Context: an optimization exercise on an open-source flow, tuned for small area. The choices shown serve that exercise and are no tape-out recipe. At most, simulation tests tie the RTL to the original design; equivalence was not proved. Power and IR drop assume default switching activity.

==> inputs of run B <==
// chk_unit
module chk_unit (
    input  wire        clk,
    input  wire        rst,
    input  wire        req_valid,
    input  wire        req_write,
    input  wire [6:0]  req_addr,
    input  wire [31:0] req_wdata,
    input  wire [2:0]  req_src,
    input  wire [2:0]  req_jet,
    output reg         rsp_valid,
    output reg         rsp_denied,
    output reg  [31:0] rsp_rdata,
    input  wire [7:0]  fold_addr,
    input  wire        tick_ms,
    input  wire        jet_stop,
    input  wire [2:0]  jet_stop_id,
    input  wire        steward_stop,
    input  wire        lockout,
    output wire        mismatch_evt,
    output reg  [2:0]  mismatch_ch
);
export LEC_CHECK = 0
export CAP_MARGIN = 10
export CORE_MARGIN = 2
export CORE_UTILIZATION = 60
export GPL_ROUTABILITY_DRIVEN = 0
export PLACE_DENSITY = 0.72
export SLEW_MARGIN = 10
create_clock -name core_clock -period 13.0 [get_ports {clk}]
standard.sh (not shown) runs the stock make flow with config.mk's settings and CLKGATE_MAP_FILE= SYNTH_SCRIPT=/design/flow/synth_recipe.tcl, a recipe that flattens the netlist after the stock synthesis.
==> flow/flow/run.sh <==
#!/bin/bash
# Own layout flow.
# 1. The standard synthesis (standard.sh synth).
# 2. The same synthesis again with an area-oriented ABC mapping script
#    (area_synth.tcl, abc_area_map.script, bias_lib.py); its netlist replaces
#    the standard one only if it holds exactly the same registers (names and
#    cell types).
# 3. The standard ORFS layout steps, with clock tree and port buffer
#    settings of our own.
# Each tool's output goes to a log of its own in this folder.
set -euo pipefail
W=$(pwd)
R=$W/orfs/results/$FLOW_PLATFORM/chk_unit/base
A=$W/orfs_area/results/$FLOW_PLATFORM/chk_unit/base

bash standard.sh synth > 1_standard_synth.log 2>&1
cp $R/1_2_yosys.v $W/standard_synth.v

python3 flow/bias_lib.py $FLOW_HOME/platforms/$FLOW_PLATFORM/lib/sky130_fd_sc_hd__tt_025C_1v80.lib \
  $W/abc_bias.lib 5.0 > 2_bias_lib.log 2>&1
if bash standard.sh WORK_HOME=$W/orfs_area SYNTH_SCRIPT=$W/flow/area_synth.tcl synth \
     > 2_area_synth.log 2>&1 \
   && python3 flow/regs_match.py $W/standard_synth.v $A/1_2_yosys.v > 2_regs_match.log 2>&1; then
  cp $A/1_2_yosys.v $R/1_2_yosys.v
  touch $R/1_2_yosys.v
fi

bash standard.sh \
  "CTS_ARGS=-sink_clustering_enable -repair_clock_nets -sink_clustering_size 10 -sink_clustering_max_diameter 40 -buf_list sky130_fd_sc_hd__clkbuf_4 -dont_use_dummy_load" \
  "BUFFER_PORTS_ARGS=-buffer_cell sky130_fd_sc_hd__buf_1" \
  finish > 3_layout.log 2>&1
Other scripts of this flow, unchanged in this note and not shown: flow/flow/abc_area_map.script, flow/flow/area_synth.tcl, flow/flow/bias_lib.py, flow/flow/regs_match.py
==> inputs of run F, as changes to run B <==
--- a/flow/design.v
+++ b/flow/design.v
@@ -62,13 +62,13 @@
     reg [1:0]  act_poly;
     reg        act_x0;
     reg [15:0] seq;
     reg [29:0] fsrc;
     reg [12:0] fcnt;
     reg [31:0] cmp, crc, res;
-    reg [7:0]  alive;       
+    reg [7:0]  alive;
     reg [1:0]  cuf;
     reg [1:0]  last_end;
     reg        feed_st, mm_flag;
     reg [3:0]  own;
     reg [6:0]  stamp;
     wire [1:0] cfg_x, act_x;
@@ -646,14 +646,13 @@
                 default: x0 = 32'hFFFF_FFFF;
             endcase
         end else begin
             x0 = crc_c;
         end
     end
-    wire [7:0]  cinc  = alive_c + 8'd1;
-    wire [7:0]  cbyte = {(cnt4 || cuf_c[0]) ? 4'h0 : cinc[7:4], cinc[3:0]};
+    wire [7:0]  cbyte = cnt4 ? {4'h0, alive_c[3:0]} : alive_c;
     wire [31:0] dsw   = {wd[7:0], wd[15:8], wd[23:16], wd[31:24]};
     wire        swap  = act_c[4];
     wire [31:0] edata = is_ctl ? (priv ? {8'h00, fold_addr, seq_c} : {24'h0, cbyte})
                                : ((r == R_DATA && swap) ? dsw : wd);
     wire        one   = (r == R_BYTE) || (is_ctl && !priv);
     wire        none  = is_ctl && !(priv && start) && !cnt;
@@ -665,21 +664,21 @@
             2'd0:    begin fin_v = {16'h0000, y[15:0]};       mask = 32'h0000_FFFF; end
             2'd3:    begin fin_v = {24'h000000, ~y[7:0]};      mask = 32'h0000_00FF; end
             default: begin fin_v = ~y;                         mask = 32'hFFFF_FFFF; end
         endcase
     end
     wire [31:0] diff = fin_v ^ cmp_c;
-    reg  [3:0]  mm_part;
+    reg  [7:0]  mm_part;
     reg         mm_pend;
     integer k;
     always @(posedge clk) begin
-        for (k = 0; k < 4; k = k + 1)
-            mm_part[k] <= mask[8*k] && (|diff[8*k +: 8]);
+        for (k = 0; k < 8; k = k + 1)
+            mm_part[k] <= mask[4*k] && (|diff[4*k +: 4]);
         mm_pend <= !rst && ok && fin && cmp_en;
     end
-    assign mismatch_evt = mm_pend && (mm_part != 4'h0);
+    assign mismatch_evt = mm_pend && (mm_part != 8'h00);
     wire [7:0] mm_set = {8{mismatch_evt}} & (8'd1 << mismatch_ch);
     wire [3:0] own_s = start ? id : own_c;
     wire [3:0] d_own = (b_abort || (!b_feed && b_finish)) ? IDLE : own_s;
     wire       rel_w = (d_own != IDLE) && (lockout ||
                                            (jet_stop && d_own == {1'b1, jet_stop_id}) ||
                                            (steward_stop && d_own == 4'b0100));
@@ -690,13 +689,13 @@
                               : {wd[16], wd[4], wd[1:0], priv ? {1'b0, wd[12]} : wd[9:8]};
     wire [15:0] d_seq   = rst ? 16'h0 : (r == R_SEQ) ? wd[15:0] : seq_c + 16'd1;
     wire [29:0] d_fsrc  = rst ? 30'h0 : {wd[31:30], wd[27:0]};
     wire [12:0] d_fcnt  = rst ? 13'h0 : wd[12:0];
     wire [31:0] d_cmp   = rst ? 32'h0 : wd;
     wire [31:0] d_res   = rst ? 32'h0 : fin_v;
-    wire [7:0]  d_alive = rst ? 8'hFF : cbyte;
+    wire [7:0]  d_alive = rst ? 8'h0 : cnt4 ? {4'h0, alive_c[3:0] + 4'd1} : alive_c + 8'd1;
     wire [1:0]  d_cuf   = rst ? 2'd0 : {1'b1, cnt4};
     wire [1:0]  d_le    = b_abort ? 2'd2 : 2'd1;
     wire w_cfg   = (r == R_CFG);
     wire w_seq   = (r == R_SEQ) || seq_inc;
     wire w_fsrc  = (r == R_FSRC);
     wire w_fcnt  = (r == R_FCNT);
@@ -737,13 +736,14 @@
                 .q_own(q_own)
             );
             assign q_all[g] = {q_crc, q_res, q_cmp, q_fsrc, q_fcnt, q_seq, q_cfg, q_act,
                                q_alive, q_cuf, q_own, q_le, q_mm, q_fd};
         end
     endgenerate
-    wire [7:0] cnt_used = cuf_c[1] ? alive_c : 8'h00;
+    wire [7:0] cnt_used = !cuf_c[1] ? 8'h00
+                        : cuf_c[0] ? {4'h0, alive_c[3:0] - 4'd1} : alive_c - 8'd1;
     wire [2:0] owner    = !active_c ? 3'd0 : own_c[3] ? 3'd1 : own_c[2:0];
     wire [2:0] ojet     = own_c[3] ? own_c[2:0] : 3'd0;
     reg [31:0] rdata;
     always @(*) begin
         case (r)
             R_CFG:  rdata = {15'h0, cfg_c[5], 3'h0, priv & cfg_c[0], 2'h0,
--- a/flow/flow/run.sh
+++ b/flow/flow/run.sh
@@ -23,9 +23,9 @@
    && python3 flow/regs_match.py $W/standard_synth.v $A/1_2_yosys.v > 2_regs_match.log 2>&1; then
   cp $A/1_2_yosys.v $R/1_2_yosys.v
   touch $R/1_2_yosys.v
 fi
 
 bash standard.sh \
-  "CTS_ARGS=-sink_clustering_enable -repair_clock_nets -sink_clustering_size 10 -sink_clustering_max_diameter 40 -buf_list sky130_fd_sc_hd__clkbuf_4 -dont_use_dummy_load" \
+  "CTS_ARGS=-sink_clustering_enable -repair_clock_nets -sink_clustering_size 16 -sink_clustering_max_diameter 60 -buf_list sky130_fd_sc_hd__clkbuf_8 -dont_use_dummy_load" \
   "BUFFER_PORTS_ARGS=-buffer_cell sky130_fd_sc_hd__buf_1" \
   finish > 3_layout.log 2>&1
Settings changed: CORE_UTILIZATION 60 to 50, GPL_ROUTABILITY_DRIVEN 0 to not set, PLACE_DENSITY 0.72 to not set.
==> impl_metrics.csv <==
group,metric,value,unit
placement,hpwl,138100,µm
pwr,clockPowerShare,11.2,%
worst_hold_path,min_to,"chan[7].u_ch.act_poly[1]",
cts,htree_levels,4,
global_route,grt_pass1_wl,293400,µm
setup_path,required,14040,ps
status,status,"finished clean",
cts,clkTransAtPathRegs,110,ps
# the run above: run B

==> impl_metrics.csv <==
group,metric,value,unit
status,status,"finished clean",
pwr,power.density,272.0,nW/µm²
global_route,grt_pass1_wl,315100,µm
worst_hold_path,min_to,"chan[5].u_ch.act_poly[1]",
setup_path,slowest_stage,"a41oi_1",
routing,wl_met3,24110,µm
pwr,clockPowerShare,11.6,%
final_layout,fin_nets,4824,
cts,clkTransAtPathRegs,90,ps
# the run above: run F

The RTL of run B was laid out without a check of its function.

* * *

==> job 4176: inputs <==
chk_unit, a different RTL version from the one above (not shown whole).
Settings: LEC_CHECK=0, CAP_MARGIN=20, CORE_MARGIN=2, CORE_UTILIZATION=60, GPL_TIMING_DRIVEN=0, SLEW_MARGIN=20; clock period 13.0 ns.
==> flow/flow/run.sh <==
#!/bin/bash
# Own layout flow. Synthesis is the standard one (standard.sh synth); its
# combinational logic is then mapped again by ABC for area, keeping every
# register cell as it is. The layout is the standard ORFS flow, with clock
# tree and port buffer settings of our own. Each tool's output goes to a log
# of its own in this folder.
set -euo pipefail
W=$(pwd)
R=$W/orfs/results/$FLOW_PLATFORM/chk_unit/base

# 1. the standard synthesis
bash standard.sh synth > 1_standard_synth.log 2>&1

# 2. re-map the logic between the registers
cp $R/1_2_yosys.v $W/standard_synth.v
PLATFORM_DIR=$FLOW_HOME/platforms/$FLOW_PLATFORM
(
  export LIB_FILES=$PLATFORM_DIR/lib/sky130_fd_sc_hd__tt_025C_1v80.lib
  export DESIGN_NAME=$FLOW_TOP
  export DONT_USE_CELLS="sky130_fd_sc_hd__probe_p_8 sky130_fd_sc_hd__probec_p_8 sky130_fd_sc_hd__lpflow_*"
  export TIEHI_CELL_AND_PORT="sky130_fd_sc_hd__conb_1 HI"
  export TIELO_CELL_AND_PORT="sky130_fd_sc_hd__conb_1 LO"
  export MIN_BUF_CELL_AND_PORTS="sky130_fd_sc_hd__buf_4 A X"
  export REMAP_ABC="strash;dc2;dch,-f;amap"
  export REMAP_IN=$W/standard_synth.v
  export REMAP_TMP=$W/remap_abc.v
  export REMAP_OUT=$W/remap.v
  export REMAP_STAT=$W/remap_stat.txt
  YOSYS=$FLOW_HOME/../tools/install/yosys/bin/yosys
  [[ -x $YOSYS ]] || YOSYS=yosys
  REMAP_STEP=1 $YOSYS -c flow/remap.tcl > 2_remap_abc.log 2>&1
  REMAP_STEP=2 $YOSYS -c flow/remap.tcl > 2_remap_finish.log 2>&1
)
cp $W/remap.v $R/1_2_yosys.v

# 3. the layout
bash standard.sh \
  "CTS_ARGS=-sink_clustering_enable -repair_clock_nets -sink_clustering_size 12 -sink_clustering_max_diameter 50 -buf_list sky130_fd_sc_hd__clkbuf_8 -dont_use_dummy_load" \
  "BUFFER_PORTS_ARGS=-buffer_cell sky130_fd_sc_hd__buf_1" \
  finish > 3_layout.log 2>&1
Other scripts of this flow, unchanged in this note and not shown: flow/flow/remap.tcl
==> job 1294 (differences from job 4176) <==
--- a/flow/design.v
+++ b/flow/design.v
@@ -11,29 +11,29 @@
     input  wire        w_cmp,
     input  wire        w_crc,
     input  wire        w_start,      
     input  wire        w_ctl,        
     input  wire        w_res,        
     input  wire        w_cnt,        
     input  wire        w_le,         
     input  wire        w_fd,         
-    input  wire        w_mmclr,      
-    input  wire        mm_set,       
+    input  wire        w_mm,         
     input  wire        w_touch,      
     input  wire [5:0]  d_cfg,        
     input  wire [15:0] d_seq,
     input  wire [29:0] d_fsrc,
     input  wire [12:0] d_fcnt,
     input  wire [31:0] d_cmp,
     input  wire [31:0] d_crc,
     input  wire [31:0] d_res,
     input  wire [7:0]  d_alive,
     input  wire [1:0]  d_cuf,
     input  wire [1:0]  d_le,
+    input  wire        d_mm,
     input  wire [3:0]  d_own,
     input  wire [6:0]  d_stamp,
     input  wire        rel_w,        
     input  wire        tick_due,     
     input  wire [6:0]  t_due,
     input  wire        jet_stop,
     input  wire [2:0]  jet_stop_id,
     input  wire        steward_stop,
@@ -90,18 +90,17 @@
             act_poly   <= cfg_poly;
             act_x0     <= cfg_x0;
         end
         if (rst || (sel && w_fsrc)) fsrc <= d_fsrc;
         if (rst || (sel && w_fcnt)) fcnt <= d_fcnt;
         if (rst || (sel && w_cmp))  cmp  <= d_cmp;
         if (sel && w_crc)           crc  <= d_crc;
         if (rst || (sel && w_res))  res  <= d_res;
-        if (rst || (sel && w_mmclr) || mm_set)
-            mm_flag <= !rst && !(sel && w_mmclr);
+        if (rst || (sel && w_mm))   mm_flag <= d_mm;
         if (rst || (sel && w_fd))   feed_st <= !rst;
         if (rst || rel || (sel && w_le))
             last_end <= rst ? 2'd0 : rel ? 2'd3 : d_le;
         if (rst || rel || (sel && w_ctl))
             own <= (rst || rel) ? IDLE : d_own;
         if (sel && w_touch) stamp <= d_stamp;
     end
     generate
@@ -580,17 +579,17 @@
     output reg         rsp_denied,
     output reg  [31:0] rsp_rdata,
     input  wire [7:0]  fold_addr,
     input  wire        tick_ms,
     input  wire        jet_stop,
     input  wire [2:0]  jet_stop_id,
     input  wire        steward_stop,
     input  wire        lockout,
-    output wire        mismatch_evt,
+    output reg         mismatch_evt,
     output reg  [2:0]  mismatch_ch
 );
     localparam [3:0] R_CFG  = 4'd0, R_SEQ  = 4'd1, R_FSRC = 4'd2, R_FCNT = 4'd3,
                      R_CTL  = 4'd4, R_DATA = 4'd5, R_BYTE = 4'd6, R_RES  = 4'd7,
                      R_CMP  = 4'd8, R_STAT = 4'd9;
     localparam [3:0] IDLE = 4'b0001;
     wire [2:0]  c  = req_addr[6:4];
     wire [3:0]  r  = req_addr[3:0];
@@ -665,27 +664,17 @@
     reg [31:0] fin_v, mask;
     always @(*) begin
         case (poly)
             2'd0:    begin fin_v = {16'h0000, y[15:0]};       mask = 32'h0000_FFFF; end
             2'd3:    begin fin_v = {24'h000000, ~y[7:0]};      mask = 32'h0000_00FF; end
             default: begin fin_v = ~y;                         mask = 32'hFFFF_FFFF; end
         endcase
     end
-    wire [31:0] diff = fin_v ^ (cmp_c & mask);
-    reg  [7:0]  mm_part;
-    reg         mm_pend;
-    integer k;
-    always @(posedge clk) begin
-        for (k = 0; k < 8; k = k + 1)
-            mm_part[k] <= |diff[4*k +: 4];
-        mm_pend <= !rst && ok && fin && cmp_en;
-    end
-    assign mismatch_evt = mm_pend && (mm_part != 8'h00);
-    wire [7:0] mm_set = {8{mismatch_evt}} & (8'd1 << mismatch_ch);
+    wire mism = cmp_en && (fin_v != (cmp_c & mask));
     wire [3:0] own_s = start ? id : own_c;
     wire [3:0] d_own = (b_abort || (!b_feed && b_finish)) ? IDLE : own_s;
     wire       rel_w = (d_own != IDLE) && (lockout ||
                                            (jet_stop && d_own == {1'b1, jet_stop_id}) ||
                                            (steward_stop && d_own == 4'b0100));
     reg  [6:0] tcnt;
     wire [6:0] tnext = tcnt + {6'd0, tick_ms};
     wire [6:0] t_due = tcnt - 7'd99;
@@ -694,23 +683,24 @@
     wire [15:0] d_seq   = rst ? 16'h0 : (r == R_SEQ) ? wd[15:0] : seq_c + 16'd1;
     wire [29:0] d_fsrc  = rst ? 30'h0 : {wd[31:30], wd[27:0]};
     wire [12:0] d_fcnt  = rst ? 13'h0 : wd[12:0];
     wire [31:0] d_cmp   = rst ? 32'h0 : wd;
     wire [31:0] d_res   = rst ? 32'h0 : fin_v;
     wire [7:0]  d_alive = rst ? 8'h0 : cnt4 ? {4'h0, alive_c[3:0] + 4'd1} : alive_c + 8'd1;
     wire [1:0]  d_cuf   = rst ? 2'd0 : {1'b1, cnt4};
     wire [1:0]  d_le    = b_abort ? 2'd2 : 2'd1;
+    wire        d_mm    = !rst && is_ctl;
     wire w_cfg   = (r == R_CFG);
     wire w_seq   = (r == R_SEQ) || seq_inc;
     wire w_fsrc  = (r == R_FSRC);
     wire w_fcnt  = (r == R_FCNT);
     wire w_cmp   = (r == R_CMP);
     wire w_crc   = (r == R_CTL) || (r == R_DATA) || (r == R_BYTE);
-    wire w_mmclr = (r == R_STAT) && wd[23];
+    wire w_mm    = ((r == R_STAT) && wd[23]) || (fin && mism);
     wire w_touch = owner_c || start;
     genvar g;
     generate
         for (g = 0; g < 8; g = g + 1) begin : chan
             wire [5:0]  q_cfg, q_act;
             wire [15:0] q_seq;
             wire [29:0] q_fsrc;
             wire [12:0] q_fcnt;
@@ -719,21 +709,21 @@
             wire [1:0]  q_cuf, q_le;
             wire        q_fd, q_mm;
             wire [3:0]  q_own;
             chk_channel #(.CH(g)) u_ch (
                 .clk(clk), .rst(rst),
                 .sel(ok && oh_c[g]),
                 .w_cfg(w_cfg), .w_seq(w_seq), .w_fsrc(w_fsrc), .w_fcnt(w_fcnt),
                 .w_cmp(w_cmp), .w_crc(w_crc), .w_start(start), .w_ctl(is_ctl),
-                .w_res(fin), .w_cnt(cnt), .w_le(ends), .w_fd(feed), .w_mmclr(w_mmclr), .mm_set(mm_set[g]),
+                .w_res(fin), .w_cnt(cnt), .w_le(ends), .w_fd(feed), .w_mm(w_mm),
                 .w_touch(w_touch),
                 .d_cfg(d_cfg), .d_seq(d_seq), .d_fsrc(d_fsrc), .d_fcnt(d_fcnt),
                 .d_cmp(d_cmp), .d_crc(y), .d_res(d_res), .d_alive(d_alive),
-                .d_cuf(d_cuf), .d_le(d_le), .d_own(d_own),
+                .d_cuf(d_cuf), .d_le(d_le), .d_mm(d_mm), .d_own(d_own),
                 .d_stamp(tnext),
                 .rel_w(rel_w), .tick_due(tick_ms), .t_due(t_due),
                 .jet_stop(jet_stop), .jet_stop_id(jet_stop_id),
                 .steward_stop(steward_stop), .lockout(lockout),
                 .q_cfg(q_cfg), .q_act(q_act), .q_seq(q_seq),
                 .q_fsrc(q_fsrc), .q_fcnt(q_fcnt), .q_cmp(q_cmp),
                 .q_crc(q_crc), .q_res(q_res), .q_alive(q_alive),
                 .q_cuf(q_cuf), .q_le(q_le), .q_fd(q_fd), .q_mm(q_mm),
@@ -752,26 +742,28 @@
         case (r)
             R_CFG:  rdata = {15'h0, cfg_c[5], 3'h0, priv & cfg_c[0], 2'h0,
                              priv ? 2'b00 : cfg_c[1:0], 3'h0, cfg_c[4], 2'h0, cfg_c[3:2]};
             R_SEQ:  rdata = {16'h0000, seq_c};
             R_FSRC: rdata = {fsrc_c[29:28], 2'b00, fsrc_c[27:0]};
             R_FCNT: rdata = {19'h0, fcnt_c};
             R_RES:  rdata = res_c;
             R_CMP:  rdata = cmp_c;
-            R_STAT: rdata = {active_c ? 2'd1 : 2'd0, owner, ojet, mm_c | mm_set[c],
+            R_STAT: rdata = {active_c ? 2'd1 : 2'd0, owner, ojet, mm_c,
                              1'b0, le_c, 1'b0, 1'b0, fd_c, 1'b0, cnt_used, 8'h00};
             default: rdata = 32'h0;
         endcase
     end
     always @(posedge clk) begin
         if (rst) begin
             rsp_valid    <= 1'b0;
+            mismatch_evt <= 1'b0;
             tcnt         <= 7'd0;
         end else begin
             rsp_valid    <= req_valid;
+            mismatch_evt <= ok && fin && mism;
             tcnt         <= tnext;
         end
         rsp_denied  <= req_write && denied;
         rsp_rdata   <= rdata;
         mismatch_ch <= c;
     end
 endmodule
--- a/flow/flow/run.sh
+++ b/flow/flow/run.sh
@@ -30,11 +30,11 @@
   [[ -x $YOSYS ]] || YOSYS=yosys
   REMAP_STEP=1 $YOSYS -c flow/remap.tcl > 2_remap_abc.log 2>&1
   REMAP_STEP=2 $YOSYS -c flow/remap.tcl > 2_remap_finish.log 2>&1
 )
 cp $W/remap.v $R/1_2_yosys.v
 
 # 3. the layout
 bash standard.sh \
-  "CTS_ARGS=-sink_clustering_enable -repair_clock_nets -sink_clustering_size 12 -sink_clustering_max_diameter 50 -buf_list sky130_fd_sc_hd__clkbuf_8 -dont_use_dummy_load" \
+  "CTS_ARGS=-sink_clustering_enable -repair_clock_nets -sink_clustering_size 18 -sink_clustering_max_diameter 60 -buf_list sky130_fd_sc_hd__clkbuf_8 -dont_use_dummy_load" \
   "BUFFER_PORTS_ARGS=-buffer_cell sky130_fd_sc_hd__buf_1" \
   finish > 3_layout.log 2>&1
==> run_results.csv <==
group,metric,value,unit
run_status,status,"finished with violations",
run_status,violations,"setup timing",
sta,setup_viol,1,
finish,fin_nets,5761,
sta,timing.final.ws_setup,-0.0541,ns
routing,viasPerCell,7.56,
routing,drtPass1Iterations,12,
finish,regArea,43800,um^2
worst_hold_path,hold_start,"chan[5].u_ch.cfg_x0",
worst_hold_path,whs_endpoint,"chan[5].u_ch.act_x0",
sta,finalCriticalPeriod,13.05,ns
sta,max_slew_margin,0.0617,
placement,place_hpwl,184000,um
(the above is from job 4176)
==> run_results.csv <==
group,metric,value,unit
run_status,status,"finished with violations",
finish,regArea,43700,um^2
routing,drtPass1Iterations,17,
run_status,violations,"setup timing",
finish,fin_nets,5768,
sta,timing.final.ws_setup,-0.168,ns
sta,setup_viol,9,
sta,finalCriticalPeriod,13.17,ns
sta,max_slew_margin,0.0521,
(the above is from job 1294)
No run of this note included a check of the RTL's function; only the layout flow was run.

-- re-timing with driven ports --
The results above use ideal ports. As a check the final layouts listed here were re-extracted and re-timed, cells and wires unchanged.
Step 1, drivers: a clkbuf_16 drives clk and a buf_2 each remaining input, both assumed.
Step 2 times the ports against the registers' clock, not the clock port: input delays grow and output delays shrink by t, the midpoint of the rising clock arrivals with the driver on.
a / b / c = ideal ports / drivers / drivers and shift; a / b = the first two.
run | t (ns) | slack for setup (ns) | worst setup path after step 2 | worst data-port slew with drivers (ns) | cell pins on the clock port's net
run B | 1.181 | 1.115 / 1.159 / -0.022 | input to register | 0.17 | 1
run F | 0.896 | 1.231 / 1.281 / 0.385 | input to register | 0.22 | 1
job 4176 | 0.925 | -0.054 / 0.000 / -0.925 | input to register | 0.17 | 1
job 1294 | 0.907 | -0.168 / -0.153 / -1.060 | input to register | 0.24 | 1
Met with ideal ports but missed after step 2: setup timing in run B. The setup slack of run B, which loses most, moves by +0.044 ns with the drivers and by -1.137 ns with both steps.
